This design comes from an exercise in tuning for small area and a short achievable clock period on the open sky130 flow, not from production work. Only simulation tests tie the RTL to the original design; equivalence was not proved.

## flow/standard.sh

```bash
#!/bin/bash
# synth_recipe.tcl (not shown) runs the flow's synth.tcl, then flattens the netlist and writes it again
# the make line also repeats each setting of config.mk as NAME=value (left out here)
make -C /OpenROAD-flow-scripts/flow DESIGN_CONFIG=/design/flow/config.mk WORK_HOME=/design/flow/orfs CLKGATE_MAP_FILE= SYNTH_SCRIPT=/design/flow/synth_recipe.tcl "${@:-finish}"
```

## flow/design.v

```verilog
module chk_unit (
    input  wire        clk,
    input  wire        rst,           
    input  wire        wr_cfg,        
    input  wire        wr_init,       
    input  wire        wr_value,      
    input  wire [31:0] wdata,
    input  wire        s_valid,
    input  wire [63:0] s_data,        
    input  wire [2:0]  s_nbm1,        
    input  wire        s_last,        
    input  wire        s_check,       
    output wire [1:0]  code,
    output wire [31:0] value,
    output wire [31:0] result,
    output wire        residue_ok,
    output wire [15:0] fail_cnt,
    output wire [15:0] refused_cnt
);
    function [31:0] width_mask(input [1:0] c);
        case (c)
            2'd0, 2'd1: width_mask = 32'hFFFF_FFFF;
            2'd2:       width_mask = 32'h0000_FFFF;
            default:    width_mask = 32'h0000_00FF;
        endcase
    endfunction
    function [31:0] init_value(input [1:0] c);
        case (c)
            2'd0, 2'd1: init_value = 32'hFFFF_FFFF;
            2'd2:       init_value = 32'h0000_FFFF;
            default:    init_value = 32'h0000_0000;
        endcase
    endfunction
    function [31:0] final_xor(input [1:0] c);
        case (c)
            2'd0, 2'd1: final_xor = 32'hFFFF_FFFF;
            2'd2:       final_xor = 32'h0000_FFFF;
            default:    final_xor = 32'h0000_0000;
        endcase
    endfunction
    function [31:0] residue(input [1:0] c);
        case (c)
            2'd0:    residue = 32'hDEBB_20E3;
            2'd1:    residue = 32'hB798_B438;
            2'd2:    residue = 32'h0000_F0B8;
            default: residue = 32'h0000_0000;
        endcase
    endfunction
    reg [1:0]  code_q;
    reg [31:0] value_q;
    reg [15:0] fail_q;
    reg [15:0] refused_q;
    reg        chk_q;         
    wire [63:0] z    = s_data ^ {32'd0, value_q};
    wire [2:0]  sh   = ~s_nbm1;
    reg  [63:0] y;
    integer k, s;
    always @* begin
        y = 64'd0;
        for (k = 0; k < 8; k = k + 1)
            for (s = 0; s <= k; s = s + 1)
                if (sh == s)
                    y[8*k +: 8] = y[8*k +: 8] | z[8*(k-s) +: 8];
    end
    wire [23:0] y_hi = value_q[31:8] >> {s_nbm1[1:0], 3'b000};
    wire [31:0] y_tail = (s_nbm1[2] || s_nbm1 == 3'd3) ? 32'd0 : {8'd0, y_hi};
    wire t64 = y[11] ^ y[55];
    wire t65 = y[12] ^ y[13];
    wire t66 = y[9] ^ y[38];
    wire t67 = y[10] ^ y[39];
    wire t68 = y[3] ^ y[8];
    wire t69 = y[4] ^ y[32];
    wire t70 = y[15] ^ y[37];
    wire t71 = y[5] ^ y[34];
    wire t72 = y[6] ^ y[35];
    wire t73 = y[7] ^ y[36];
    wire t74 = y[47] ^ y[54];
    wire t75 = y[2] ^ y[40];
    wire t76 = y[0] ^ y[57];
    wire t77 = y[14] ^ y[43];
    wire t78 = y[16] ^ y[63];
    wire t79 = y[21] ^ y[41];
    wire t80 = y[31] ^ y[53];
    wire t81 = y[42] ^ y[58];
    wire t82 = y[18] ^ y[33];
    wire t83 = y[1] ^ y[45];
    wire t84 = y[22] ^ y[52];
    wire t85 = y[23] ^ y[30];
    wire t86 = y[24] ^ y[44];
    wire t87 = y[25] ^ y[62];
    wire t88 = y[26] ^ y[46];
    wire t89 = y[28] ^ y[50];
    wire t90 = y[20] ^ y[49];
    wire t91 = y[51] ^ y[59];
    wire t92 = y[56] ^ y[60];
    wire t93 = y[17] ^ y[29];
    wire t94 = y[19] ^ y[48];
    wire t95 = y[27] ^ t69;
    wire t96 = y[61] ^ t65;
    wire t97 = y[12] ^ t64;
    wire t98 = t66 ^ t72;
    wire t99 = t68 ^ t70;
    wire t100 = t71 ^ t75;
    wire t101 = y[14] ^ t67;
    wire t102 = t74 ^ t78;
    wire t103 = y[1] ^ y[37];
    wire t104 = y[4] ^ t73;
    wire t105 = t79 ^ t83;
    wire t106 = y[11] ^ y[50];
    wire t107 = y[16] ^ y[36];
    wire t108 = y[31] ^ y[61];
    wire t109 = y[13] ^ t86;
    wire t110 = y[38] ^ t76;
    wire t111 = y[48] ^ t93;
    wire t112 = y[52] ^ t77;
    wire t113 = t80 ^ t84;
    wire t114 = y[17] ^ y[33];
    wire t115 = y[22] ^ y[39];
    wire t116 = y[23] ^ y[29];
    wire t117 = y[34] ^ y[59];
    wire t118 = y[35] ^ y[49];
    wire t119 = y[7] ^ t85;
    wire t120 = y[21] ^ t81;
    wire t121 = y[45] ^ t87;
    wire t122 = y[56] ^ t82;
    wire t123 = t65 ^ t92;
    wire t124 = y[62] ^ t96;
    wire t125 = y[3] ^ y[18];
    wire t126 = y[10] ^ y[57];
    wire t127 = y[25] ^ y[32];
    wire t128 = y[27] ^ y[58];
    wire t129 = y[41] ^ y[44];
    wire t130 = y[2] ^ t76;
    wire t131 = y[5] ^ t88;
    wire t132 = y[15] ^ t75;
    wire t133 = y[30] ^ t91;
    wire t134 = y[42] ^ t72;
    wire t135 = y[43] ^ t84;
    wire t136 = t64 ^ t68;
    wire t137 = t67 ^ t89;
    wire t138 = t73 ^ t90;
    wire t139 = y[8] ^ t97;
    wire t140 = t66 ^ t95;
    wire t141 = y[19] ^ y[26];
    wire t142 = y[20] ^ y[40];
    wire t143 = y[34] ^ y[54];
    wire t144 = y[0] ^ t74;
    wire t145 = y[28] ^ t70;
    wire t146 = y[32] ^ t107;
    wire t147 = y[51] ^ t81;
    wire t148 = t64 ^ t80;
    wire t149 = t71 ^ t82;
    wire t150 = y[5] ^ y[60];
    wire t151 = y[9] ^ y[53];
    wire t152 = y[17] ^ y[35];
    wire t153 = y[18] ^ y[63];
    wire t154 = y[22] ^ y[46];
    wire t155 = y[24] ^ y[54];
    wire t156 = y[40] ^ y[42];
    wire t157 = y[41] ^ y[49];
    wire t158 = y[6] ^ t78;
    wire t159 = y[15] ^ t94;
    wire t160 = y[38] ^ t77;
    wire t161 = y[46] ^ t79;
    wire t162 = y[47] ^ t78;
    wire t163 = t91 ^ t114;
    wire t164 = t90 ^ t100;
    wire t165 = y[0] ^ y[31];
    wire t166 = y[1] ^ y[3];
    wire t167 = y[6] ^ y[8];
    wire t168 = y[7] ^ y[24];
    wire t169 = y[10] ^ y[30];
    wire t170 = y[11] ^ y[12];
    wire t171 = y[11] ^ y[36];
    wire t172 = y[14] ^ y[55];
    wire t173 = y[19] ^ y[56];
    wire t174 = y[24] ^ y[33];
    wire t175 = y[27] ^ y[29];
    wire t176 = y[28] ^ y[47];
    wire t177 = y[32] ^ y[53];
    wire t178 = y[39] ^ y[55];
    wire t179 = y[60] ^ y[61];
    wire t180 = y[2] ^ t88;
    wire t181 = y[13] ^ t67;
    wire t182 = y[26] ^ t86;
    wire t183 = y[27] ^ t66;
    wire t184 = y[51] ^ t127;
    wire t185 = y[58] ^ t94;
    wire t186 = t68 ^ t103;
    wire t187 = t71 ^ t89;
    wire t188 = t81 ^ t92;
    wire t189 = t85 ^ t93;
    wire t190 = y[52] ^ t101;
    wire t191 = t77 ^ t104;
    wire t192 = t88 ^ t148;
    wire t193 = t91 ^ t102;
    wire t194 = t98 ^ t99;
    wire t195 = t109 ^ t118;
    wire t196 = t121 ^ t128;
    wire t197 = y[1] ^ y[23];
    wire t198 = y[4] ^ y[34];
    wire t199 = y[6] ^ y[57];
    wire t200 = y[8] ^ y[62];
    wire t201 = y[16] ^ y[61];
    wire t202 = y[20] ^ y[41];
    wire t203 = y[25] ^ y[41];
    wire t204 = y[40] ^ y[54];
    wire t205 = y[43] ^ y[59];
    wire t206 = y[48] ^ y[54];
    wire t207 = y[0] ^ t83;
    wire t208 = y[1] ^ t82;
    wire t209 = y[6] ^ t83;
    wire t210 = y[7] ^ t108;
    wire t211 = y[9] ^ t69;
    wire t212 = y[15] ^ t106;
    wire t213 = y[16] ^ t68;
    wire t214 = y[19] ^ t84;
    wire t215 = y[19] ^ t115;
    wire t216 = y[30] ^ t157;
    wire t217 = y[36] ^ t88;
    wire t218 = y[37] ^ t177;
    wire t219 = y[55] ^ t126;
    wire t220 = y[56] ^ t94;
    wire t221 = y[57] ^ t87;
    wire t222 = y[62] ^ t169;
    wire t223 = y[63] ^ t79;
    wire t224 = t81 ^ t89;
    wire t225 = t87 ^ t116;
    wire t226 = t125 ^ t142;
    wire t227 = y[11] ^ t119;
    wire t228 = y[13] ^ t147;
    wire t229 = y[18] ^ t99;
    wire t230 = y[31] ^ t163;
    wire t231 = y[44] ^ t112;
    wire t232 = y[47] ^ t136;
    wire t233 = y[53] ^ t105;
    wire t234 = y[60] ^ t132;
    wire t235 = y[63] ^ t95;
    wire t236 = t67 ^ t104;
    wire t237 = t69 ^ t110;
    wire t238 = t71 ^ t134;
    wire t239 = t74 ^ t133;
    wire t240 = t77 ^ t130;
    wire t241 = t95 ^ t98;
    wire t242 = t101 ^ t116;
    wire t243 = t110 ^ t161;
    wire t244 = t113 ^ t131;
    wire t245 = t117 ^ t135;
    wire t246 = t122 ^ t145;
    wire t247 = t158 ^ t159;
    wire t248 = t74 ^ t139;
    wire t249 = t85 ^ t140;
    wire t250 = y[3] ^ y[46];
    wire t251 = y[7] ^ y[12];
    wire t252 = y[8] ^ y[25];
    wire t253 = y[9] ^ y[46];
    wire t254 = y[10] ^ y[33];
    wire t255 = y[14] ^ y[39];
    wire t256 = y[17] ^ y[58];
    wire t257 = y[18] ^ y[29];
    wire t258 = y[24] ^ y[26];
    wire t259 = y[26] ^ y[40];
    wire t260 = y[28] ^ y[52];
    wire t261 = y[30] ^ y[51];
    wire t262 = y[33] ^ y[49];
    wire t263 = y[34] ^ y[62];
    wire t264 = y[35] ^ y[39];
    wire t265 = y[35] ^ y[42];
    wire t266 = y[38] ^ y[59];
    wire t267 = y[42] ^ y[51];
    wire t268 = y[44] ^ y[47];
    wire t269 = y[44] ^ y[61];
    wire t270 = y[52] ^ y[55];
    wire t271 = y[57] ^ y[59];
    wire t272 = y[0] ^ t80;
    wire t273 = y[4] ^ t92;
    wire t274 = y[5] ^ t70;
    wire t275 = y[14] ^ t90;
    wire t276 = y[16] ^ t81;
    wire t277 = y[20] ^ t129;
    wire t278 = y[20] ^ t165;
    wire t279 = y[21] ^ t156;
    wire t280 = y[22] ^ t151;
    wire t281 = y[23] ^ t67;
    wire t282 = y[23] ^ t93;
    wire t283 = y[29] ^ t66;
    wire t284 = y[30] ^ t143;
    wire t285 = y[31] ^ t66;
    wire t286 = y[32] ^ t80;
    wire t287 = y[33] ^ t141;
    wire t288 = y[36] ^ t90;
    wire t289 = y[37] ^ t76;
    wire t290 = y[38] ^ t64;
    wire t291 = y[41] ^ t167;
    wire t292 = y[43] ^ t94;
    wire t293 = y[44] ^ t171;
    wire t294 = y[45] ^ t73;
    wire t295 = y[45] ^ t179;
    wire t296 = y[48] ^ t198;
    wire t297 = y[50] ^ t85;
    wire t298 = y[50] ^ t152;
    wire t299 = y[50] ^ t172;
    wire t300 = y[59] ^ t94;
    wire t301 = y[60] ^ t78;
    wire t302 = t64 ^ t91;
    wire t303 = t64 ^ t107;
    wire t304 = t65 ^ t72;
    wire t305 = t65 ^ t89;
    wire t306 = t65 ^ t174;
    wire t307 = t65 ^ t200;
    wire t308 = t69 ^ t75;
    wire t309 = t70 ^ t178;
    wire t310 = t72 ^ t103;
    wire t311 = t73 ^ t89;
    wire t312 = t73 ^ t92;
    wire t313 = t76 ^ t83;
    wire t314 = t76 ^ t93;
    wire t315 = t82 ^ t92;
    wire t316 = t85 ^ t178;
    wire t317 = t87 ^ t108;
    wire t318 = t103 ^ t168;
    wire t319 = t103 ^ t202;
    wire t320 = t106 ^ t154;
    wire t321 = t117 ^ t125;
    wire t322 = y[0] ^ t98;
    wire t323 = y[4] ^ t120;
    wire t324 = y[5] ^ t212;
    wire t325 = y[10] ^ t121;
    wire t326 = y[16] ^ t113;
    wire t327 = y[18] ^ t138;
    wire t328 = y[21] ^ t186;
    wire t329 = y[26] ^ t111;
    wire t330 = y[27] ^ t180;
    wire t331 = y[35] ^ t102;
    wire t332 = y[38] ^ t132;
    wire t333 = y[42] ^ t113;
    wire t334 = y[48] ^ t100;
    wire t335 = y[49] ^ t131;
    wire t336 = y[51] ^ t149;
    wire t337 = y[53] ^ t188;
    wire t338 = y[55] ^ t96;
    wire t339 = y[58] ^ t105;
    wire t340 = y[63] ^ t123;
    wire t341 = t79 ^ t96;
    wire t342 = t79 ^ t97;
    wire t343 = t80 ^ t183;
    wire t344 = t83 ^ t119;
    wire t345 = t86 ^ t208;
    wire t346 = t89 ^ t162;
    wire t347 = t96 ^ t151;
    wire t348 = t97 ^ t203;
    wire t349 = t100 ^ t137;
    wire t350 = t102 ^ t111;
    wire t351 = t102 ^ t184;
    wire t352 = t104 ^ t105;
    wire t353 = t105 ^ t138;
    wire t354 = t108 ^ t121;
    wire t355 = t110 ^ t257;
    wire t356 = t111 ^ t153;
    wire t357 = t112 ^ t122;
    wire t358 = t112 ^ t123;
    wire t359 = t120 ^ t266;
    wire t360 = t123 ^ t146;
    wire t361 = t129 ^ t159;
    wire t362 = t133 ^ t155;
    wire t363 = t135 ^ t149;
    wire t364 = t144 ^ t160;
    wire t365 = t175 ^ t293;
    wire t366 = t185 ^ t225;
    wire t367 = t222 ^ t270;
    wire t368 = y[17] ^ t237;
    wire t369 = t70 ^ t164;
    wire t370 = t80 ^ t195;
    wire t371 = t87 ^ t192;
    wire t372 = t88 ^ t124;
    wire t373 = t90 ^ t124;
    wire t374 = t120 ^ t193;
    wire t375 = t124 ^ t130;
    wire t376 = t128 ^ t243;
    wire t377 = t139 ^ t182;
    wire t378 = t139 ^ t231;
    wire t379 = t140 ^ t152;
    wire t380 = t146 ^ t196;
    wire t381 = t166 ^ t190;
    wire t382 = t191 ^ t228;
    wire t383 = t194 ^ t308;
    wire t384 = t230 ^ t318;
    wire t385 = t236 ^ t279;
    wire t386 = t240 ^ t323;
    wire t387 = t297 ^ t352;
    wire t388 = t86 ^ t249;
    wire t389 = t173 ^ t248;
    wire t390 = t114 ^ t142;
    wire t391 = t185 ^ t284;
    wire t392 = t303 ^ t390;
    wire t393 = t241 ^ t391;
    wire t394 = t392 ^ t381;
    wire t395 = t393 ^ t394;
    wire t396 = y[59] ^ t152;
    wire t397 = t272 ^ t396;
    wire t398 = t164 ^ t236;
    wire t399 = t246 ^ t342;
    wire t400 = t397 ^ t398;
    wire t401 = t399 ^ t400;
    wire t402 = y[19] ^ y[22];
    wire t403 = t79 ^ t106;
    wire t404 = t204 ^ t402;
    wire t405 = t186 ^ t403;
    wire t406 = t404 ^ t238;
    wire t407 = t355 ^ t360;
    wire t408 = t405 ^ t406;
    wire t409 = t407 ^ t408;
    wire t410 = t85 ^ t114;
    wire t411 = t98 ^ t130;
    wire t412 = t147 ^ t215;
    wire t413 = t319 ^ t410;
    wire t414 = t191 ^ t338;
    wire t415 = t411 ^ t412;
    wire t416 = t413 ^ t414;
    wire t417 = t415 ^ t416;
    wire t418 = y[56] ^ y[62];
    wire t419 = t67 ^ t73;
    wire t420 = t197 ^ t418;
    wire t421 = t100 ^ t109;
    wire t422 = t112 ^ t278;
    wire t423 = t419 ^ t420;
    wire t424 = t229 ^ t359;
    wire t425 = t421 ^ t422;
    wire t426 = t423 ^ t424;
    wire t427 = t425 ^ t426;
    wire t428 = y[11] ^ y[25];
    wire t429 = t77 ^ t86;
    wire t430 = t271 ^ t428;
    wire t431 = t215 ^ t301;
    wire t432 = t429 ^ t430;
    wire t433 = t233 ^ t431;
    wire t434 = t432 ^ t383;
    wire t435 = t433 ^ t434;
    wire t436 = y[14] ^ t84;
    wire t437 = t127 ^ t179;
    wire t438 = t97 ^ t436;
    wire t439 = t437 ^ t238;
    wire t440 = t330 ^ t344;
    wire t441 = t361 ^ t438;
    wire t442 = t439 ^ t440;
    wire t443 = t441 ^ t442;
    wire t444 = y[15] ^ y[23];
    wire t445 = y[43] ^ y[45];
    wire t446 = y[56] ^ t174;
    wire t447 = t176 ^ t444;
    wire t448 = t445 ^ t134;
    wire t449 = t138 ^ t213;
    wire t450 = t272 ^ t446;
    wire t451 = t447 ^ t124;
    wire t452 = t330 ^ t448;
    wire t453 = t449 ^ t450;
    wire t454 = t451 ^ t452;
    wire t455 = t453 ^ t454;
    wire t456 = y[34] ^ t77;
    wire t457 = t253 ^ t95;
    wire t458 = t109 ^ t221;
    wire t459 = t311 ^ t456;
    wire t460 = t328 ^ t350;
    wire t461 = t457 ^ t458;
    wire t462 = t459 ^ t460;
    wire t463 = t461 ^ t462;
    wire t464 = y[28] ^ y[39];
    wire t465 = t84 ^ t141;
    wire t466 = t464 ^ t209;
    wire t467 = t465 ^ t164;
    wire t468 = t229 ^ t351;
    wire t469 = t365 ^ t466;
    wire t470 = t467 ^ t468;
    wire t471 = t469 ^ t470;
    wire t472 = t143 ^ t170;
    wire t473 = t180 ^ t218;
    wire t474 = t311 ^ t472;
    wire t475 = t242 ^ t339;
    wire t476 = t473 ^ t474;
    wire t477 = t475 ^ t476;
    wire t478 = t75 ^ t154;
    wire t479 = t175 ^ t265;
    wire t480 = t99 ^ t290;
    wire t481 = t306 ^ t478;
    wire t482 = t479 ^ t239;
    wire t483 = t480 ^ t481;
    wire t484 = t482 ^ t483;
    wire t485 = y[3] ^ t107;
    wire t486 = t176 ^ t203;
    wire t487 = t285 ^ t296;
    wire t488 = t316 ^ t485;
    wire t489 = t486 ^ t358;
    wire t490 = t487 ^ t488;
    wire t491 = t489 ^ t490;
    wire t492 = y[56] ^ y[57];
    wire t493 = y[61] ^ t69;
    wire t494 = t156 ^ t492;
    wire t495 = t101 ^ t274;
    wire t496 = t493 ^ t494;
    wire t497 = t329 ^ t495;
    wire t498 = t496 ^ t370;
    wire t499 = t497 ^ t498;
    wire t500 = t82 ^ t199;
    wire t501 = t204 ^ t160;
    wire t502 = t216 ^ t500;
    wire t503 = t324 ^ t501;
    wire t504 = t502 ^ t380;
    wire t505 = t503 ^ t504;
    wire t506 = y[19] ^ y[34];
    wire t507 = t88 ^ t129;
    wire t508 = t251 ^ t506;
    wire t509 = t158 ^ t224;
    wire t510 = t309 ^ t507;
    wire t511 = t508 ^ t230;
    wire t512 = t509 ^ t510;
    wire t513 = t511 ^ t512;
    wire t514 = y[9] ^ y[29];
    wire t515 = t82 ^ t94;
    wire t516 = t514 ^ t136;
    wire t517 = t181 ^ t188;
    wire t518 = t209 ^ t515;
    wire t519 = t191 ^ t239;
    wire t520 = t516 ^ t517;
    wire t521 = t518 ^ t519;
    wire t522 = t520 ^ t521;
    wire t523 = t76 ^ t169;
    wire t524 = t253 ^ t210;
    wire t525 = t273 ^ t300;
    wire t526 = t523 ^ t524;
    wire t527 = t525 ^ t369;
    wire t528 = t378 ^ t526;
    wire t529 = t527 ^ t528;
    wire t530 = t92 ^ t126;
    wire t531 = t268 ^ t98;
    wire t532 = t213 ^ t286;
    wire t533 = t530 ^ t324;
    wire t534 = t339 ^ t531;
    wire t535 = t532 ^ t373;
    wire t536 = t533 ^ t534;
    wire t537 = t535 ^ t536;
    wire t538 = t206 ^ t101;
    wire t539 = t120 ^ t158;
    wire t540 = t163 ^ t211;
    wire t541 = t294 ^ t320;
    wire t542 = t538 ^ t539;
    wire t543 = t540 ^ t541;
    wire t544 = t375 ^ t542;
    wire t545 = t543 ^ t544;
    wire t546 = y[46] ^ t70;
    wire t547 = t85 ^ t115;
    wire t548 = t150 ^ t292;
    wire t549 = t307 ^ t546;
    wire t550 = t547 ^ t193;
    wire t551 = t241 ^ t327;
    wire t552 = t548 ^ t549;
    wire t553 = t550 ^ t551;
    wire t554 = t552 ^ t553;
    wire t555 = y[58] ^ y[60];
    wire t556 = t108 ^ t555;
    wire t557 = t144 ^ t187;
    wire t558 = t556 ^ t195;
    wire t559 = t227 ^ t235;
    wire t560 = t328 ^ t557;
    wire t561 = t558 ^ t559;
    wire t562 = t560 ^ t561;
    wire t563 = y[20] ^ t93;
    wire t564 = t108 ^ t170;
    wire t565 = t213 ^ t214;
    wire t566 = t563 ^ t564;
    wire t567 = t196 ^ t349;
    wire t568 = t362 ^ t565;
    wire t569 = t566 ^ t567;
    wire t570 = t568 ^ t569;
    wire t571 = y[0] ^ y[60];
    wire t572 = t91 ^ t260;
    wire t573 = t571 ^ t189;
    wire t574 = t211 ^ t223;
    wire t575 = t226 ^ t304;
    wire t576 = t572 ^ t573;
    wire t577 = t574 ^ t575;
    wire t578 = t371 ^ t576;
    wire t579 = t577 ^ t578;
    wire t580 = t71 ^ t115;
    wire t581 = t168 ^ t98;
    wire t582 = t148 ^ t162;
    wire t583 = t188 ^ t226;
    wire t584 = t580 ^ t329;
    wire t585 = t341 ^ t581;
    wire t586 = t582 ^ t583;
    wire t587 = t584 ^ t585;
    wire t588 = t586 ^ t587;
    wire t589 = y[7] ^ t66;
    wire t590 = t90 ^ t197;
    wire t591 = t122 ^ t136;
    wire t592 = t221 ^ t276;
    wire t593 = t589 ^ t590;
    wire t594 = t245 ^ t341;
    wire t595 = t591 ^ t592;
    wire t596 = t593 ^ t594;
    wire t597 = t595 ^ t596;
    wire t598 = t86 ^ t117;
    wire t599 = t141 ^ t200;
    wire t600 = t280 ^ t281;
    wire t601 = t298 ^ t598;
    wire t602 = t599 ^ t340;
    wire t603 = t600 ^ t601;
    wire t604 = t386 ^ t602;
    wire t605 = t603 ^ t604;
    wire t606 = y[25] ^ t91;
    wire t607 = t109 ^ t295;
    wire t608 = t316 ^ t606;
    wire t609 = t247 ^ t363;
    wire t610 = t607 ^ t608;
    wire t611 = t368 ^ t609;
    wire t612 = t610 ^ t611;
    wire t613 = y[61] ^ t125;
    wire t614 = t206 ^ t148;
    wire t615 = t312 ^ t613;
    wire t616 = t325 ^ t335;
    wire t617 = t614 ^ t615;
    wire t618 = t616 ^ t617;
    wire t619 = t388 ^ t618;
    wire t620 = y[37] ^ t174;
    wire t621 = t199 ^ t137;
    wire t622 = t620 ^ t235;
    wire t623 = t335 ^ t354;
    wire t624 = t621 ^ t622;
    wire t625 = t623 ^ t389;
    wire t626 = t624 ^ t625;
    wire t627 = t87 ^ t173;
    wire t628 = t261 ^ t104;
    wire t629 = t131 ^ t305;
    wire t630 = t314 ^ t627;
    wire t631 = t331 ^ t628;
    wire t632 = t629 ^ t630;
    wire t633 = t381 ^ t631;
    wire t634 = t632 ^ t633;
    wire t635 = t141 ^ t99;
    wire t636 = t130 ^ t181;
    wire t637 = t283 ^ t286;
    wire t638 = t331 ^ t336;
    wire t639 = t635 ^ t636;
    wire t640 = t637 ^ t638;
    wire t641 = t639 ^ t640;
    wire t642 = y[2] ^ y[37];
    wire t643 = t92 ^ t93;
    wire t644 = t176 ^ t642;
    wire t645 = t181 ^ t300;
    wire t646 = t303 ^ t643;
    wire t647 = t644 ^ t363;
    wire t648 = t645 ^ t646;
    wire t649 = t376 ^ t647;
    wire t650 = t648 ^ t649;
    wire t651 = y[40] ^ t94;
    wire t652 = t115 ^ t170;
    wire t653 = t176 ^ t269;
    wire t654 = t110 ^ t189;
    wire t655 = t275 ^ t310;
    wire t656 = t321 ^ t651;
    wire t657 = t652 ^ t653;
    wire t658 = t337 ^ t654;
    wire t659 = t655 ^ t656;
    wire t660 = t657 ^ t658;
    wire t661 = t659 ^ t660;
    wire t662 = y[31] ^ t155;
    wire t663 = t205 ^ t264;
    wire t664 = t185 ^ t662;
    wire t665 = t663 ^ t234;
    wire t666 = t355 ^ t664;
    wire t667 = t373 ^ t387;
    wire t668 = t665 ^ t666;
    wire t669 = t667 ^ t668;
    wire t670 = y[32] ^ t75;
    wire t671 = t78 ^ t81;
    wire t672 = t150 ^ t109;
    wire t673 = t133 ^ t161;
    wire t674 = t186 ^ t215;
    wire t675 = t288 ^ t299;
    wire t676 = t317 ^ t670;
    wire t677 = t671 ^ t672;
    wire t678 = t673 ^ t674;
    wire t679 = t675 ^ t676;
    wire t680 = t677 ^ t678;
    wire t681 = t679 ^ t680;
    wire t682 = y[9] ^ y[57];
    wire t683 = t64 ^ t682;
    wire t684 = t95 ^ t187;
    wire t685 = t217 ^ t226;
    wire t686 = t683 ^ t228;
    wire t687 = t242 ^ t247;
    wire t688 = t354 ^ t684;
    wire t689 = t685 ^ t686;
    wire t690 = t687 ^ t688;
    wire t691 = t689 ^ t690;
    wire t692 = y[48] ^ t115;
    wire t693 = t153 ^ t172;
    wire t694 = t258 ^ t261;
    wire t695 = t263 ^ t138;
    wire t696 = t304 ^ t692;
    wire t697 = t693 ^ t694;
    wire t698 = t234 ^ t237;
    wire t699 = t695 ^ t696;
    wire t700 = t697 ^ t698;
    wire t701 = t699 ^ t700;
    wire t702 = y[25] ^ t89;
    wire t703 = t117 ^ t118;
    wire t704 = t126 ^ t154;
    wire t705 = t197 ^ t160;
    wire t706 = t210 ^ t702;
    wire t707 = t703 ^ t704;
    wire t708 = t232 ^ t234;
    wire t709 = t356 ^ t705;
    wire t710 = t706 ^ t707;
    wire t711 = t708 ^ t709;
    wire t712 = t710 ^ t711;
    wire t713 = y[21] ^ t118;
    wire t714 = t99 ^ t135;
    wire t715 = t163 ^ t187;
    wire t716 = t219 ^ t713;
    wire t717 = t714 ^ t715;
    wire t718 = t716 ^ t372;
    wire t719 = t717 ^ t388;
    wire t720 = t718 ^ t719;
    wire t721 = t171 ^ t109;
    wire t722 = t113 ^ t273;
    wire t723 = t196 ^ t242;
    wire t724 = t322 ^ t336;
    wire t725 = t346 ^ t721;
    wire t726 = t722 ^ t723;
    wire t727 = t724 ^ t725;
    wire t728 = t726 ^ t727;
    wire t729 = y[22] ^ t72;
    wire t730 = t128 ^ t258;
    wire t731 = t119 ^ t132;
    wire t732 = t160 ^ t315;
    wire t733 = t729 ^ t730;
    wire t734 = t233 ^ t338;
    wire t735 = t351 ^ t731;
    wire t736 = t732 ^ t733;
    wire t737 = t734 ^ t735;
    wire t738 = t736 ^ t737;
    wire t739 = y[10] ^ y[11];
    wire t740 = t150 ^ t739;
    wire t741 = t120 ^ t182;
    wire t742 = t210 ^ t225;
    wire t743 = t740 ^ t229;
    wire t744 = t364 ^ t741;
    wire t745 = t742 ^ t743;
    wire t746 = t744 ^ t745;
    wire t747 = y[30] ^ y[61];
    wire t748 = t87 ^ t115;
    wire t749 = t205 ^ t747;
    wire t750 = t207 ^ t748;
    wire t751 = t749 ^ t140;
    wire t752 = t247 ^ t750;
    wire t753 = t377 ^ t751;
    wire t754 = t752 ^ t753;
    wire t755 = t153 ^ t259;
    wire t756 = t268 ^ t97;
    wire t757 = t285 ^ t289;
    wire t758 = t755 ^ t245;
    wire t759 = t353 ^ t366;
    wire t760 = t756 ^ t757;
    wire t761 = t758 ^ t759;
    wire t762 = t760 ^ t761;
    wire t763 = y[43] ^ y[52];
    wire t764 = t177 ^ t265;
    wire t765 = t763 ^ t149;
    wire t766 = t189 ^ t288;
    wire t767 = t313 ^ t764;
    wire t768 = t346 ^ t765;
    wire t769 = t766 ^ t767;
    wire t770 = t377 ^ t768;
    wire t771 = t769 ^ t770;
    wire t772 = t86 ^ t150;
    wire t773 = t98 ^ t137;
    wire t774 = t313 ^ t772;
    wire t775 = t239 ^ t326;
    wire t776 = t348 ^ t773;
    wire t777 = t774 ^ t775;
    wire t778 = t776 ^ t777;
    wire t779 = y[52] ^ y[54];
    wire t780 = t75 ^ t127;
    wire t781 = t779 ^ t96;
    wire t782 = t111 ^ t147;
    wire t783 = t209 ^ t281;
    wire t784 = t312 ^ t780;
    wire t785 = t192 ^ t781;
    wire t786 = t782 ^ t783;
    wire t787 = t784 ^ t785;
    wire t788 = t786 ^ t787;
    wire t789 = y[27] ^ t74;
    wire t790 = t75 ^ t168;
    wire t791 = t271 ^ t136;
    wire t792 = t216 ^ t218;
    wire t793 = t789 ^ t790;
    wire t794 = t357 ^ t791;
    wire t795 = t792 ^ t793;
    wire t796 = t372 ^ t794;
    wire t797 = t795 ^ t796;
    wire t798 = y[33] ^ t68;
    wire t799 = t74 ^ t172;
    wire t800 = t198 ^ t221;
    wire t801 = t224 ^ t798;
    wire t802 = t799 ^ t340;
    wire t803 = t343 ^ t361;
    wire t804 = t800 ^ t801;
    wire t805 = t802 ^ t803;
    wire t806 = t804 ^ t805;
    wire t807 = t70 ^ t82;
    wire t808 = t171 ^ t267;
    wire t809 = t144 ^ t180;
    wire t810 = t214 ^ t223;
    wire t811 = t275 ^ t295;
    wire t812 = t807 ^ t808;
    wire t813 = t809 ^ t810;
    wire t814 = t811 ^ t812;
    wire t815 = t379 ^ t813;
    wire t816 = t814 ^ t815;
    wire t817 = y[59] ^ t166;
    wire t818 = t202 ^ t212;
    wire t819 = t282 ^ t817;
    wire t820 = t337 ^ t818;
    wire t821 = t819 ^ t375;
    wire t822 = t820 ^ t821;
    wire t823 = y[1] ^ t125;
    wire t824 = t301 ^ t823;
    wire t825 = t124 ^ t362;
    wire t826 = t824 ^ t386;
    wire t827 = t825 ^ t826;
    wire t828 = t166 ^ t101;
    wire t829 = t162 ^ t296;
    wire t830 = t317 ^ t243;
    wire t831 = t246 ^ t365;
    wire t832 = t828 ^ t829;
    wire t833 = t830 ^ t831;
    wire t834 = t832 ^ t833;
    wire t835 = y[15] ^ t82;
    wire t836 = t118 ^ t156;
    wire t837 = t205 ^ t105;
    wire t838 = t123 ^ t217;
    wire t839 = t835 ^ t836;
    wire t840 = t235 ^ t367;
    wire t841 = t837 ^ t838;
    wire t842 = t839 ^ t840;
    wire t843 = t841 ^ t842;
    wire t844 = y[50] ^ y[55];
    wire t845 = t80 ^ t269;
    wire t846 = t844 ^ t845;
    wire t847 = t190 ^ t356;
    wire t848 = t359 ^ t846;
    wire t849 = t847 ^ t848;
    wire t850 = y[13] ^ y[45];
    wire t851 = y[51] ^ y[53];
    wire t852 = t74 ^ t262;
    wire t853 = t850 ^ t851;
    wire t854 = t100 ^ t111;
    wire t855 = t145 ^ t146;
    wire t856 = t852 ^ t853;
    wire t857 = t367 ^ t854;
    wire t858 = t855 ^ t856;
    wire t859 = t376 ^ t857;
    wire t860 = t858 ^ t859;
    wire t861 = t117 ^ t250;
    wire t862 = t255 ^ t113;
    wire t863 = t122 ^ t216;
    wire t864 = t224 ^ t290;
    wire t865 = t310 ^ t861;
    wire t866 = t350 ^ t862;
    wire t867 = t863 ^ t864;
    wire t868 = t865 ^ t866;
    wire t869 = t867 ^ t868;
    wire t870 = t118 ^ t204;
    wire t871 = t254 ^ t95;
    wire t872 = t147 ^ t161;
    wire t873 = t274 ^ t305;
    wire t874 = t870 ^ t227;
    wire t875 = t326 ^ t871;
    wire t876 = t872 ^ t873;
    wire t877 = t874 ^ t875;
    wire t878 = t876 ^ t877;
    wire t879 = t146 ^ t187;
    wire t880 = t282 ^ t291;
    wire t881 = t302 ^ t306;
    wire t882 = t333 ^ t364;
    wire t883 = t879 ^ t880;
    wire t884 = t881 ^ t882;
    wire t885 = t883 ^ t884;
    wire t886 = t143 ^ t151;
    wire t887 = t111 ^ t119;
    wire t888 = t134 ^ t184;
    wire t889 = t309 ^ t886;
    wire t890 = t345 ^ t358;
    wire t891 = t887 ^ t888;
    wire t892 = t889 ^ t890;
    wire t893 = t891 ^ t892;
    wire t894 = t141 ^ t201;
    wire t895 = t252 ^ t219;
    wire t896 = t284 ^ t294;
    wire t897 = t894 ^ t332;
    wire t898 = t357 ^ t895;
    wire t899 = t896 ^ t370;
    wire t900 = t897 ^ t898;
    wire t901 = t899 ^ t900;
    wire t902 = y[9] ^ t76;
    wire t903 = t143 ^ t173;
    wire t904 = t255 ^ t99;
    wire t905 = t277 ^ t298;
    wire t906 = t902 ^ t903;
    wire t907 = t192 ^ t904;
    wire t908 = t905 ^ t906;
    wire t909 = t380 ^ t907;
    wire t910 = t908 ^ t909;
    wire t911 = y[12] ^ t83;
    wire t912 = t142 ^ t217;
    wire t913 = t219 ^ t911;
    wire t914 = t246 ^ t912;
    wire t915 = t913 ^ t374;
    wire t916 = t379 ^ t914;
    wire t917 = t915 ^ t916;
    wire t918 = y[44] ^ t70;
    wire t919 = t167 ^ t207;
    wire t920 = t283 ^ t918;
    wire t921 = t333 ^ t360;
    wire t922 = t919 ^ t920;
    wire t923 = t921 ^ t922;
    wire t924 = y[46] ^ y[54];
    wire t925 = t66 ^ t114;
    wire t926 = t201 ^ t924;
    wire t927 = t181 ^ t218;
    wire t928 = t925 ^ t926;
    wire t929 = t240 ^ t344;
    wire t930 = t927 ^ t928;
    wire t931 = t929 ^ t930;
    wire t932 = y[31] ^ y[46];
    wire t933 = t256 ^ t263;
    wire t934 = t932 ^ t101;
    wire t935 = t136 ^ t144;
    wire t936 = t933 ^ t332;
    wire t937 = t345 ^ t934;
    wire t938 = t935 ^ t936;
    wire t939 = t937 ^ t938;
    wire t940 = t264 ^ t132;
    wire t941 = t162 ^ t207;
    wire t942 = t211 ^ t220;
    wire t943 = t321 ^ t348;
    wire t944 = t940 ^ t941;
    wire t945 = t942 ^ t943;
    wire t946 = t944 ^ t945;
    wire t947 = y[45] ^ t90;
    wire t948 = t94 ^ t129;
    wire t949 = t254 ^ t314;
    wire t950 = t947 ^ t948;
    wire t951 = t244 ^ t949;
    wire t952 = t950 ^ t383;
    wire t953 = t951 ^ t952;
    wire t954 = y[6] ^ t67;
    wire t955 = t106 ^ t250;
    wire t956 = t138 ^ t144;
    wire t957 = t149 ^ t276;
    wire t958 = t954 ^ t955;
    wire t959 = t233 ^ t956;
    wire t960 = t957 ^ t958;
    wire t961 = t249 ^ t959;
    wire t962 = t960 ^ t961;
    wire t963 = y[4] ^ y[21];
    wire t964 = t154 ^ t963;
    wire t965 = t134 ^ t292;
    wire t966 = t964 ^ t349;
    wire t967 = t965 ^ t248;
    wire t968 = t384 ^ t966;
    wire t969 = t967 ^ t968;
    wire t970 = t116 ^ t129;
    wire t971 = t123 ^ t135;
    wire t972 = t184 ^ t970;
    wire t973 = t232 ^ t322;
    wire t974 = t327 ^ t334;
    wire t975 = t971 ^ t972;
    wire t976 = t973 ^ t974;
    wire t977 = t975 ^ t976;
    wire t978 = t68 ^ t262;
    wire t979 = t134 ^ t182;
    wire t980 = t220 ^ t289;
    wire t981 = t978 ^ t190;
    wire t982 = t347 ^ t979;
    wire t983 = t980 ^ t387;
    wire t984 = t981 ^ t982;
    wire t985 = t983 ^ t984;
    wire t986 = y[8] ^ t83;
    wire t987 = t87 ^ t126;
    wire t988 = t155 ^ t320;
    wire t989 = t986 ^ t987;
    wire t990 = t343 ^ t988;
    wire t991 = t989 ^ t369;
    wire t992 = t382 ^ t990;
    wire t993 = t991 ^ t992;
    wire t994 = y[2] ^ y[23];
    wire t995 = y[58] ^ t127;
    wire t996 = t994 ^ t131;
    wire t997 = t137 ^ t995;
    wire t998 = t193 ^ t194;
    wire t999 = t231 ^ t342;
    wire t1000 = t996 ^ t997;
    wire t1001 = t998 ^ t999;
    wire t1002 = t1000 ^ t1001;
    wire t1003 = y[48] ^ t67;
    wire t1004 = t259 ^ t95;
    wire t1005 = t1003 ^ t232;
    wire t1006 = t1004 ^ t384;
    wire t1007 = t1005 ^ t1006;
    wire t1008 = t157 ^ t170;
    wire t1009 = t252 ^ t260;
    wire t1010 = t315 ^ t1008;
    wire t1011 = t1009 ^ t140;
    wire t1012 = t334 ^ t1010;
    wire t1013 = t1011 ^ t1012;
    wire t1014 = y[3] ^ y[29];
    wire t1015 = y[57] ^ t157;
    wire t1016 = t1014 ^ t137;
    wire t1017 = t287 ^ t1015;
    wire t1018 = t238 ^ t347;
    wire t1019 = t1016 ^ t1017;
    wire t1020 = t1018 ^ t1019;
    wire t1021 = t72 ^ t106;
    wire t1022 = t142 ^ t143;
    wire t1023 = t175 ^ t222;
    wire t1024 = t1021 ^ t1022;
    wire t1025 = t1023 ^ t1024;
    wire t1026 = t382 ^ t1025;
    wire t1027 = y[5] ^ y[35];
    wire t1028 = t73 ^ t165;
    wire t1029 = t1027 ^ t133;
    wire t1030 = t145 ^ t223;
    wire t1031 = t1028 ^ t1029;
    wire t1032 = t1030 ^ t378;
    wire t1033 = t1031 ^ t1032;
    wire t1034 = y[26] ^ y[45];
    wire t1035 = t165 ^ t1034;
    wire t1036 = t102 ^ t112;
    wire t1037 = t183 ^ t220;
    wire t1038 = t307 ^ t1035;
    wire t1039 = t1036 ^ t1037;
    wire t1040 = t1038 ^ t385;
    wire t1041 = t1039 ^ t1040;
    wire t1042 = y[62] ^ t86;
    wire t1043 = t156 ^ t145;
    wire t1044 = t1042 ^ t244;
    wire t1045 = t353 ^ t1043;
    wire t1046 = t368 ^ t1044;
    wire t1047 = t1045 ^ t389;
    wire t1048 = t1046 ^ t1047;
    wire t1049 = y[2] ^ t69;
    wire t1050 = t73 ^ t126;
    wire t1051 = t167 ^ t122;
    wire t1052 = t299 ^ t319;
    wire t1053 = t1049 ^ t1050;
    wire t1054 = t244 ^ t366;
    wire t1055 = t1051 ^ t1052;
    wire t1056 = t1053 ^ t1054;
    wire t1057 = t1055 ^ t1056;
    wire t1058 = y[53] ^ t199;
    wire t1059 = t99 ^ t183;
    wire t1060 = t287 ^ t1058;
    wire t1061 = t164 ^ t227;
    wire t1062 = t1059 ^ t1060;
    wire t1063 = t374 ^ t1061;
    wire t1064 = t1062 ^ t1063;
    wire t1065 = y[55] ^ y[60];
    wire t1066 = t68 ^ t79;
    wire t1067 = t206 ^ t251;
    wire t1068 = t256 ^ t1065;
    wire t1069 = t137 ^ t278;
    wire t1070 = t1066 ^ t1067;
    wire t1071 = t1068 ^ t241;
    wire t1072 = t245 ^ t1069;
    wire t1073 = t1070 ^ t1071;
    wire t1074 = t1072 ^ t1073;
    wire t1075 = y[28] ^ t116;
    wire t1076 = t150 ^ t201;
    wire t1077 = t208 ^ t280;
    wire t1078 = t302 ^ t1075;
    wire t1079 = t1076 ^ t195;
    wire t1080 = t1077 ^ t1078;
    wire t1081 = t385 ^ t1079;
    wire t1082 = t1080 ^ t1081;
    wire t1083 = y[12] ^ y[36];
    wire t1084 = y[37] ^ t77;
    wire t1085 = t106 ^ t155;
    wire t1086 = t179 ^ t1083;
    wire t1087 = t100 ^ t189;
    wire t1088 = t214 ^ t291;
    wire t1089 = t1084 ^ t1085;
    wire t1090 = t1086 ^ t325;
    wire t1091 = t1087 ^ t1088;
    wire t1092 = t1089 ^ t1090;
    wire t1093 = t1091 ^ t1092;
    wire t1094 = t153 ^ t267;
    wire t1095 = t96 ^ t119;
    wire t1096 = t277 ^ t1094;
    wire t1097 = t194 ^ t1095;
    wire t1098 = t1096 ^ t371;
    wire t1099 = t1097 ^ t1098;
    wire [31:0] w0 = {t641, t634, t626, t619, t612, t605, t597, t588, t579, t570, t562, t554, t545, t537, t529, t522, t513, t505, t499, t491, t484, t477, t471, t463, t455, t443, t435, t427, t417, t409, t401, t395};
    wire [31:0] w1 = {t917, t910, t901, t893, t885, t878, t869, t860, t849, t843, t834, t827, t822, t816, t806, t797, t788, t778, t771, t762, t754, t746, t738, t728, t720, t712, t701, t691, t681, t669, t661, t650};
    wire [15:0] w2 = {t1033, t1026, t1020, t1013, t1007, t1002, t993, t985, t977, t969, t962, t953, t946, t939, t931, t923};
    wire [7:0] w3 = {t1099, t1093, t1082, t1074, t1064, t1057, t1048, t1041};
    reg [31:0] crc;
    always @* begin
        case (code_q)
            2'd0:    crc = w0;
            2'd1:    crc = w1;
            2'd2:    crc = {16'd0, w2};
            default: crc = {24'd0, w3};
        endcase
    end
    wire [31:0] beat_value = crc ^ y_tail;
    reg [1:0]  ctl_code;
    reg [31:0] ctl_value;
    always @* begin
        ctl_code  = code_q;
        ctl_value = value_q;
        if (wr_cfg) begin
            ctl_code  = wdata[1:0];
            ctl_value = value_q & width_mask(wdata[1:0]);
        end
        if (wr_init)
            ctl_value = init_value(ctl_code);
        if (wr_value)
            ctl_value = wdata & width_mask(ctl_code);
    end
    wire [1:0]  n_writes = {1'b0, wr_cfg} + {1'b0, wr_init} + {1'b0, wr_value};
    wire [16:0] ref_sum  = {1'b0, refused_q} + {15'd0, n_writes};
    wire        rok_hi   = code_q[1] |
                           (value_q[31:16] == (code_q[0] ? 16'hB798 : 16'hDEBB));
    wire [31:0] res      = residue(code_q);
    wire        rok_mid  = (code_q == 2'd3) | (value_q[15:8] == res[15:8]);
    wire        rok      = rok_hi & rok_mid & (value_q[7:0] == res[7:0]);
    wire [15:0] fail_now = (chk_q && !rok && fail_q != 16'hFFFF) ? fail_q + 16'd1 : fail_q;
    always @(posedge clk) begin
        if (rst) begin
            code_q    <= 2'd1;
            value_q   <= 32'd0;
            fail_q    <= 16'd0;
            refused_q <= 16'd0;
            chk_q     <= 1'b0;
        end else begin
            fail_q <= fail_now;
            chk_q  <= s_valid & s_last & s_check;
            if (s_valid) begin
                value_q   <= beat_value;
                refused_q <= ref_sum[16] ? 16'hFFFF : ref_sum[15:0];
            end else begin
                code_q  <= ctl_code;
                value_q <= ctl_value;
            end
        end
    end
    assign code        = code_q;
    assign value       = value_q;
    assign result      = {~(value_q[31:16] | {16{code_q[1]}}),
                          ~(value_q[15:8] | {8{code_q == 2'd3}}),
                          value_q[7:0] ^ {8{code_q != 2'd3}}};
    assign residue_ok  = rok;
    assign fail_cnt    = fail_now;
    assign refused_cnt = refused_q;
endmodule
```

## flow/constraint.sdc

```tcl
create_clock -name core_clock -period 25.0 [get_ports {clk}]
set_input_delay 5.0000 -clock core_clock [delete_from_list [all_inputs] [get_ports {clk}]]
set_output_delay 5.0000 -clock core_clock [all_outputs]
set_load 0.01 [all_outputs]
```

## flow/flow/run.sh

```bash
#!/bin/bash
# Standard layout (the standard.sh) with these changes:
#  - no three-input XOR cells (two XOR2 are smaller than one XOR3 here);
#  - ports buffered with the smallest buffer instead of a delay buffer;
#  - the timing repair aims for more setup slack than the design's margin.
set -euo pipefail
cat >> config.mk <<'EOC'
export DONT_USE_CELLS = sky130_fd_sc_hd__xor3_1 sky130_fd_sc_hd__xor3_2 sky130_fd_sc_hd__xor3_4 sky130_fd_sc_hd__xnor3_1 sky130_fd_sc_hd__xnor3_2 sky130_fd_sc_hd__xnor3_4
export BUFFER_PORTS_ARGS = -buffer_cell sky130_fd_sc_hd__buf_1
EOC
bash standard.sh SETUP_SLACK_MARGIN=${MARGIN:-16.5} SETUP_MOVE_SEQUENCE=sizeup,swap finish > standard.log 2>&1
```

## flow/config.mk

```make
export PLATFORM = sky130hd
export DESIGN_NAME = chk_unit
export DESIGN_NICKNAME = chk_unit
export VERILOG_FILES = /design/flow/design.v
export SDC_FILE = /design/flow/constraint.sdc
export NUM_CORES = 4
export LEC_CHECK = 0
export CAP_MARGIN = 20
export CORE_MARGIN = 2
export CORE_UTILIZATION = 55
export SETUP_SLACK_MARGIN = 2
export SLEW_MARGIN = 20
export DONT_USE_CELLS = sky130_fd_sc_hd__xor3_1 sky130_fd_sc_hd__xor3_2 sky130_fd_sc_hd__xor3_4 sky130_fd_sc_hd__xnor3_1 sky130_fd_sc_hd__xnor3_2 sky130_fd_sc_hd__xnor3_4
export BUFFER_PORTS_ARGS = -buffer_cell sky130_fd_sc_hd__buf_1
```

==> run summary, run 1 <==
- IO Port Bufs: 205
- CP startpoint: s_nbm1[1]
- Worst Skew: 0.0152 ns
- Routed vias/inst: 6.71
- RD Place Congestion: 1.21
- Die X-Extent: 182 µm
- Via count of the first global-routing pass: 16500
- CP Data Required Time: 25.21 ns
- Average wire length per cell after detail routing: 33.0 µm
- Start of the worst register-to-register path: value_q[18]
- Die H: 182 µm
- Synthesized instance count: 2058
- Clock tree from TritonCTS: done
- Worst Path Arrival: 10.09 ns
- Antenna fix cells: 0
- Sequential element share of the synthesized area: 0.0766
- Worst Tran Pin Value: 1.29 ns
- Synth Flop Type: dfxtp_1
- Net count reported at finish: 2337
- Max-slew violation total from the final report: 0
- Total length of routed wires: 86.6 mm
- Fmax: 101 MHz
- Drc violations: 0
- Skew-Pair Late Insertion Delay: 0.35 ns
- Post-route minimum period: 9.88 ns
- # hold bufs at CTS: 0
- Number of buffers created by CTS: 9
- Global-route wire length before repair: 120 mm
- Largest fanout of any net on the critical path: 45
- Largest buffer count on any clock path: 2
- Area of the mapped netlist: 0.0175 mm²
- Mean instance size in the synthesized netlist: 8.51 µm²
- Initial DRT Pass Iterations: 6
- Count of distinct cell types in the synthesized netlist: 83
- Yosys synthesis warning count: 1
- Run status: timing/DRC/antenna clean
- Final count of hold timing violations: 0
- Dpl hpwl: 68.2 mm
- CP startpoint kind: primary input
- Die area: 0.0333 mm²
- Number of failing setup endpoints in the final timing report: 0
- Worst slack after detailed placement: 14.57 ns
- Number of antenna violations at the first check in global routing: 0
- Final non-filler cell area: 0.0204 mm²
- Hold/Removal Path Class: register to register
- Total via count in the routed design: 17600
- Max-slew headroom: 0.138
- I/O pin count: 206
- Floorplan core area: 0.0315 mm²
- Dpl cell area: 0.0187 mm²
- Violation count after the first detailed-route iteration: 2915
- Initial core utilization: 0.557
- Clock Pin Slew Worst Setup and Hold Paths: 0.07 ns
- Clock sink count: 67
- CTS root buf: clkbuf_16
- Number of nets with antenna violations after routing: 0
- Share of cells above drive strength 1: 0.175
- GRT Residual Overflow: 0
- Synthesized net count: 2176
- Total Negative Setup Slacks: 0 ns
- Cell row count: 65
- Post-synth EDFFs: 0
- Final worst-path setup slack: 15.12 ns
- Setup repair after global routing missed its margin: true
- Final critical-path share of the clock period: 0.395
- Share of the core filled with cells: 0.649
- Number of max-cap violations: 0
- Critical path class: primary input to register
- Largest net degree at the start of global routing: 68
- Endpoint type of the worst setup path: register
- FFs w/ async S/R, synth: 0
- Signed area change from the synthesized netlist to the final layout: 16.6%
- Total track usage: 0.506
- Register bit count reported by yosys: 67
- Hold_sp: refused_q[15]
- H-Tree Level Count: 3
- Setup slack, reg-to-reg: 19.78 ns
-- Yosys cell counts (all sizes together), types with 6 or more instances --
| master | count | area share |
|---|---|---|
| and3 | 9 | 0.0032 |
| nor2b | 21 | 0.0075 |
| o21ai | 26 | 0.0081 |
| a211oi | 21 | 0.014 |
| ha | 9 | 0.0064 |
| a221oi | 18 | 0.0090 |
| buf | 55 | 0.020 |
| mux2 | 8 | 0.0051 |
| a22oi | 14 | 0.0060 |
| xor2 | 187 | 0.10 |
| nand2 | 76 | 0.016 |
| clkbuf | 54 | 0.012 |
| a222oi | 6 | 0.0034 |
| xnor2 | 933 | 0.51 |
| o22ai | 103 | 0.041 |
| nor3 | 45 | 0.022 |
| dfxtp | 67 | 0.077 |
| o221ai | 7 | 0.0039 |
| a21o | 8 | 0.0034 |
| mux2i | 49 | 0.029 |
| a21oi | 76 | 0.022 |
| nand3 | 16 | 0.0049 |
| nand4 | 6 | 0.0021 |
| nor2 | 158 | 0.037 |
| inv | 16 | 0.0034 |
-- timing repair --
| action | CTS | global route |
|---|---|---|
| pin swaps | 49 | 60 |
| gates cloned | 0 | 0 |
| buffers inserted | 0 | 0 |
| resized for setup | 109 | 120 |
| endpoints found under the setup margin | 49 | 49 |
-- metal layers --
metal	up-vias	GRT usage	share of wire
met5	-	0	0
met4	0	0.374	0.097
met3	495	0.170	0.15
met2	1716	0.733	0.40
met1	8226	0.621	0.35
li1	7188	-	-
-- layout make-up --
| class | instances | area, µm² |
|---|---|---|
| fillers | 2623 | 11000 |
| clock inverters | 7 | 83.8 |
| well taps | 402 | 503 |
| flip-flops and latches | 67 | 1350 |
| clock buffers | 9 | 225 |
| multi-input cells | 1865 | 16900 |
| inverters | 17 | 70.1 |
| repair buffers | 259 | 1290 |
-- worst max-delay path: stages --
cell and delay [ns]:
buf_6 0.10, buf_12 0.18, nand3b_1 0.96, o22ai_2 0.50, nor3_2 0.10, buf_6 0.21, xnor2_4 0.82, xnor2_2 0.18
xnor2_2 0.33, xnor2_2 0.13, xnor2_1 0.16, a222oi_1 0.72, nor2_1 0.11, xor2_1 0.21, a211oi_1 0.27, nor3_1 0.08
-- per-stage QoR --
step	std cells	hold slack, ns
6_report	2626	0.553
5_1_grt	2626	0.574
4_1_cts	2626	0.553
3_3_place_gp	2610	0.511
3_5_place_dp	2610	0.540
2_1_floorplan	2058	0.538
-- logic make-up after synthesis --
kind of cell | Yosys count | synth area share
buffers and inverters | 126 | 0.0350
AO/OA/AOI/OAI | 313 | 0.129
multiplexers | 57 | 0.0338
adder cells (fa/ha/maj) | 11 | 0.00871
AND/OR/NAND/NOR | 364 | 0.108
flip-flops | 67 | 0.0766
XOR/XNOR | 1120 | 0.610
-- layout by cell type, fill, tap and decap left out, types with 15 or more instances in the layout --
| master | count |
|---|---|
| o21ai_0 | 20 |
| mux2i_1 | 48 |
| nor3_1 | 25 |
| a221oi_1 | 17 |
| xnor2_1 | 784 |
| buf_4 | 46 |
| dfxtp_1 | 65 |
| buf_1 | 188 |
| nand2_1 | 72 |
| xor2_1 | 161 |
| o22ai_2 | 15 |
| nor2b_1 | 20 |
| xnor2_2 | 108 |
| xnor2_4 | 41 |
| nor2_1 | 136 |
| a21oi_1 | 71 |
| xor2_2 | 17 |
| o22ai_1 | 83 |
-- registers in the layout (all words and copies together), names as in the netlist --
register   count
value_q       32
fail_q        16
refused_q     16
code_q         2
chk_q          1
-- final timing paths --
kind	end	depth (start not counted)
min	refused_q[15]	2
max reg2reg	value_q[10]	14
min reg2reg	refused_q[15]	2
max	value_q[10]	16
==> run 2: changes to the inputs <==
--- a/flow/flow/run.sh
+++ b/flow/flow/run.sh
@@ -8,4 +8,4 @@
 export DONT_USE_CELLS = sky130_fd_sc_hd__xor3_1 sky130_fd_sc_hd__xor3_2 sky130_fd_sc_hd__xor3_4 sky130_fd_sc_hd__xnor3_1 sky130_fd_sc_hd__xnor3_2 sky130_fd_sc_hd__xnor3_4
 export BUFFER_PORTS_ARGS = -buffer_cell sky130_fd_sc_hd__buf_1
 EOC
-bash standard.sh SETUP_SLACK_MARGIN=${MARGIN:-16.5} SETUP_MOVE_SEQUENCE=sizeup,swap finish > standard.log 2>&1
+bash standard.sh SETUP_SLACK_MARGIN=${MARGIN:-15} finish > standard.log 2>&1
--- a/flow/config.mk
+++ b/flow/config.mk
@@ -7,7 +7,7 @@
 export LEC_CHECK = 0
 export CAP_MARGIN = 20
 export CORE_MARGIN = 2
-export CORE_UTILIZATION = 55
+export CORE_UTILIZATION = 40
 export SETUP_SLACK_MARGIN = 2
 export SLEW_MARGIN = 20
 export DONT_USE_CELLS = sky130_fd_sc_hd__xor3_1 sky130_fd_sc_hd__xor3_2 sky130_fd_sc_hd__xor3_4 sky130_fd_sc_hd__xnor3_1 sky130_fd_sc_hd__xnor3_2 sky130_fd_sc_hd__xnor3_4
==> run summary, run 2 <==
- Area of the mapped netlist: 0.0175 mm²
- Commonest cells after routing, fill and taps aside: 859 x xnor2_1, 200 x buf_1, 174 x xor2_1, 139 x nor2_1, 92 x o22ai_1
- Largest registers in the final layout: value_q (32), fail_q (16), refused_q (16)
- Via count of the first global-routing pass: 16100
- Clock sink count: 67
- Largest fanout of any net on the critical path: 65
- # hold bufs at CTS: 0
- Worst Tran Pin Value: 1.25 ns
- Most common cell in the netlist: xnor2_1
- Total track usage: 0.430
- Initial core utilization: 0.406
- Largest buffer count on any clock path: 2
- Dpl hpwl: 80.0 mm
- Post-synth EDFFs: 0
- Number of failing setup endpoints in the final timing report: 0
- Fmax: 98.1 MHz
- Number of buffers created by CTS: 9
- Final critical-path share of the clock period: 0.408
- Synthesized net count: 2176
- Number of instances on the worst hold path: 2
- IO Port Bufs: 205
- Number of max-cap violations: 0
- Max-slew violation total from the final report: 0
- Dpl cell area: 0.0192 mm²
- Largest net degree at the start of global routing: 68
- Worst Skew: 0.0129 ns
- CP Data Required Time: 25.23 ns
- Average wire length per cell after detail routing: 34.9 µm
- Die X-Extent: 213 µm
- Simple logic cell fraction of the synthesized area: 0.108
- Total length of routed wires: 99.2 mm
- Run status: timing/DRC/antenna clean
- FFs w/ async S/R, synth: 0
- Count of distinct cell types in the synthesized netlist: 83
- Net count reported at finish: 2372
- Number of flip-flops under the largest register name: 32
- GRT Residual Overflow: 0
- Hold/Removal Path Class: register to register
- Die H: 213 µm
- Synth top area share: 0.433
- CP startpoint kind: primary input
- CTS root buf: clkbuf_16
- Cell row count: 76
- Register bit count reported by yosys: 67
- Yosys synthesis warning count: 1
- Fraction of synthesized area in multiplexers: 0.0338
- Max-slew headroom: 0.161
- Total via count in the routed design: 17300
- Final non-filler cell area: 0.0197 mm²
- Worst Path Arrival: 10.42 ns
- Most frequent standard cell in the layout excluding fill and tap cells: xnor2_1
- Setup repair after global routing missed its margin: false
- Violation count after the first detailed-route iteration: 2546
- Endpoint type of the worst setup path: register
- Drc violations: 0
- Signed area change from the synthesized netlist to the final layout: 12.2%
- Clock Pin Slew Worst Setup and Hold Paths: 0.06 ns
- Number of nets with antenna violations after routing: 0
- Synth Flop Type: dfxtp_1
- Adder-cell share of the synthesized area: 0.00871
- H-Tree Level Count: 3
- Largest cells by area after synthesis: xnor2_1 43%, xor2_1 8.7%, dfxtp_1 7.7%
- Floorplan core area: 0.0432 mm²
- Critical path class: primary input to register
- Global-route wire length before repair: 133 mm
- I/O pin count: 206
- Most frequent cells after synthesis: 866 x xnor2_1, 174 x xor2_1, 141 x nor2_1
- Fraction of synthesized cell area in xor and xnor cells: 0.610
- Mean instance size in the synthesized netlist: 8.51 µm²
- Post-synthesis cell type with the largest combined area: xnor2_1
- Sequential element share of the synthesized area: 0.0766
- Share of cells above drive strength 1: 0.126
- Combinational family with the most area after synthesis: XOR/XNOR gates
- Post-synthesis compound-gate area fraction: 0.129
- Die area: 0.0455 mm²
- RD Place Congestion: 1.15
- Skew-Pair Late Insertion Delay: 0.34 ns
- Register with the highest flop count: value_q
- Post-route minimum period: 10.19 ns
- Synthesized instance count: 2058
- Final count of hold timing violations: 0
- Routed vias/inst: 6.08
- Register-to-Register Path Depth: 14
- Worst hold slack: 0.550 ns
- Total Negative Setup Slacks: 0 ns
- Clock tree from TritonCTS: done
- Initial DRT Pass Iterations: 9
- Number of antenna violations at the first check in global routing: 2
## run 2: per-layer routing
metal / GRT usage / share of wire
met2: 0.649 / 0.42
met1: 0.570 / 0.40
met4: 0.231 / 0.068
met3: 0.0940 / 0.11
met5: 0 / 0.00013
## run 2: final cells by class
type / count / area [µm²]
flip-flops and latches: 67 / 1340
clock inverters: 7 / 76.3
inverters: 17 / 63.8
well taps: 585 / 732
diodes: 1 / 2.50
repair buffers: 294 / 1490
multi-input cells: 1865 / 15700
clock buffers: 9 / 225
fillers: 4415 / 23500
## run 2: cell families (layout without fill, tap and decap cells)
| group | Yosys count | after routing |
|---|---|---|
| compound gates | 313 | 313 |
| xor+xnor | 1120 | 1120 |
| fa+ha+maj | 11 | 11 |
| buf+inv | 126 | 327 |
| flops | 67 | 67 |
| mux | 57 | 57 |
| other cells | 0 | 1 |
| simple gates | 364 | 364 |
## run 2: what timing repair did
item	4_1_cts	5_1_grt
pin swaps	0	4
setup buffers	0	12
endpoints found under the setup margin	18	15
gates resized for setup	7	4
## run 2: per-stage QoR
stage / setup WS, ns / util / std cells
global route: 15.00 / 0.455 / 2844
floorplan: 16.65 / - / 2058
finish: 14.81 / 0.455 / 2845
CTS: 14.95 / 0.452 / 2832
global placement: 14.06 / 0.443 / 2816
detailed placement: 14.11 / 0.444 / 2816
## run 2: worst max-delay path: stages
cell      delay, ns
buf_2          0.09
buf_6          0.50
or3b_1         0.68
o22ai_1        0.31
a211oi_2       0.05
buf_4          0.26
xor2_4         0.62
xor2_1         0.16
xnor2_1        0.74
xnor2_1        0.19
xnor2_1        0.17
xnor2_1        0.17
a222oi_1       0.84
nor3_1         0.11
a21o_1         0.18
a221oi_1       0.31
## run 2: worst paths after layout
kind                                     from       endpoint  slack, ns
worst max register to register    value_q[15]    value_q[11]      19.43
worst min-delay path            refused_q[15]  refused_q[15]       0.55
worst min register to register  refused_q[15]  refused_q[15]       0.55
worst max-delay path                s_nbm1[0]    value_q[11]      14.81

-- re-timing with driven ports --
In the flow no input, the clock included, has a driving cell. The finished layouts below were timed again as built, in two steps. Step 1 sets driving cells, clkbuf_16 on the clock port and buf_2 on the other inputs (assumed; they add their load-dependent delay and slew). Step 2 adds t to the input delays and takes it off the output delays; t is the mean of the earliest and latest rising clock arrival at the registers after step 1. Input paths then give back, and output paths get back, about the clock's delay inside the block. Slacks: no drivers / after step 1 / after step 2; pairs: no drivers / after step 1.
run | t, ns | setup slack, ns | worst data-port slew with drivers (ns)
run 1 | 0.384 | 15.118 / 15.114 / 14.730 | 0.05
run 2 | 0.381 | 14.810 / 14.825 / 14.445 | 0.05
After both steps every run listed still meets setup and hold. For run 1, which loses most, drivers alone change the setup slack by -0.004 ns; drivers and shift together by -0.388 ns.
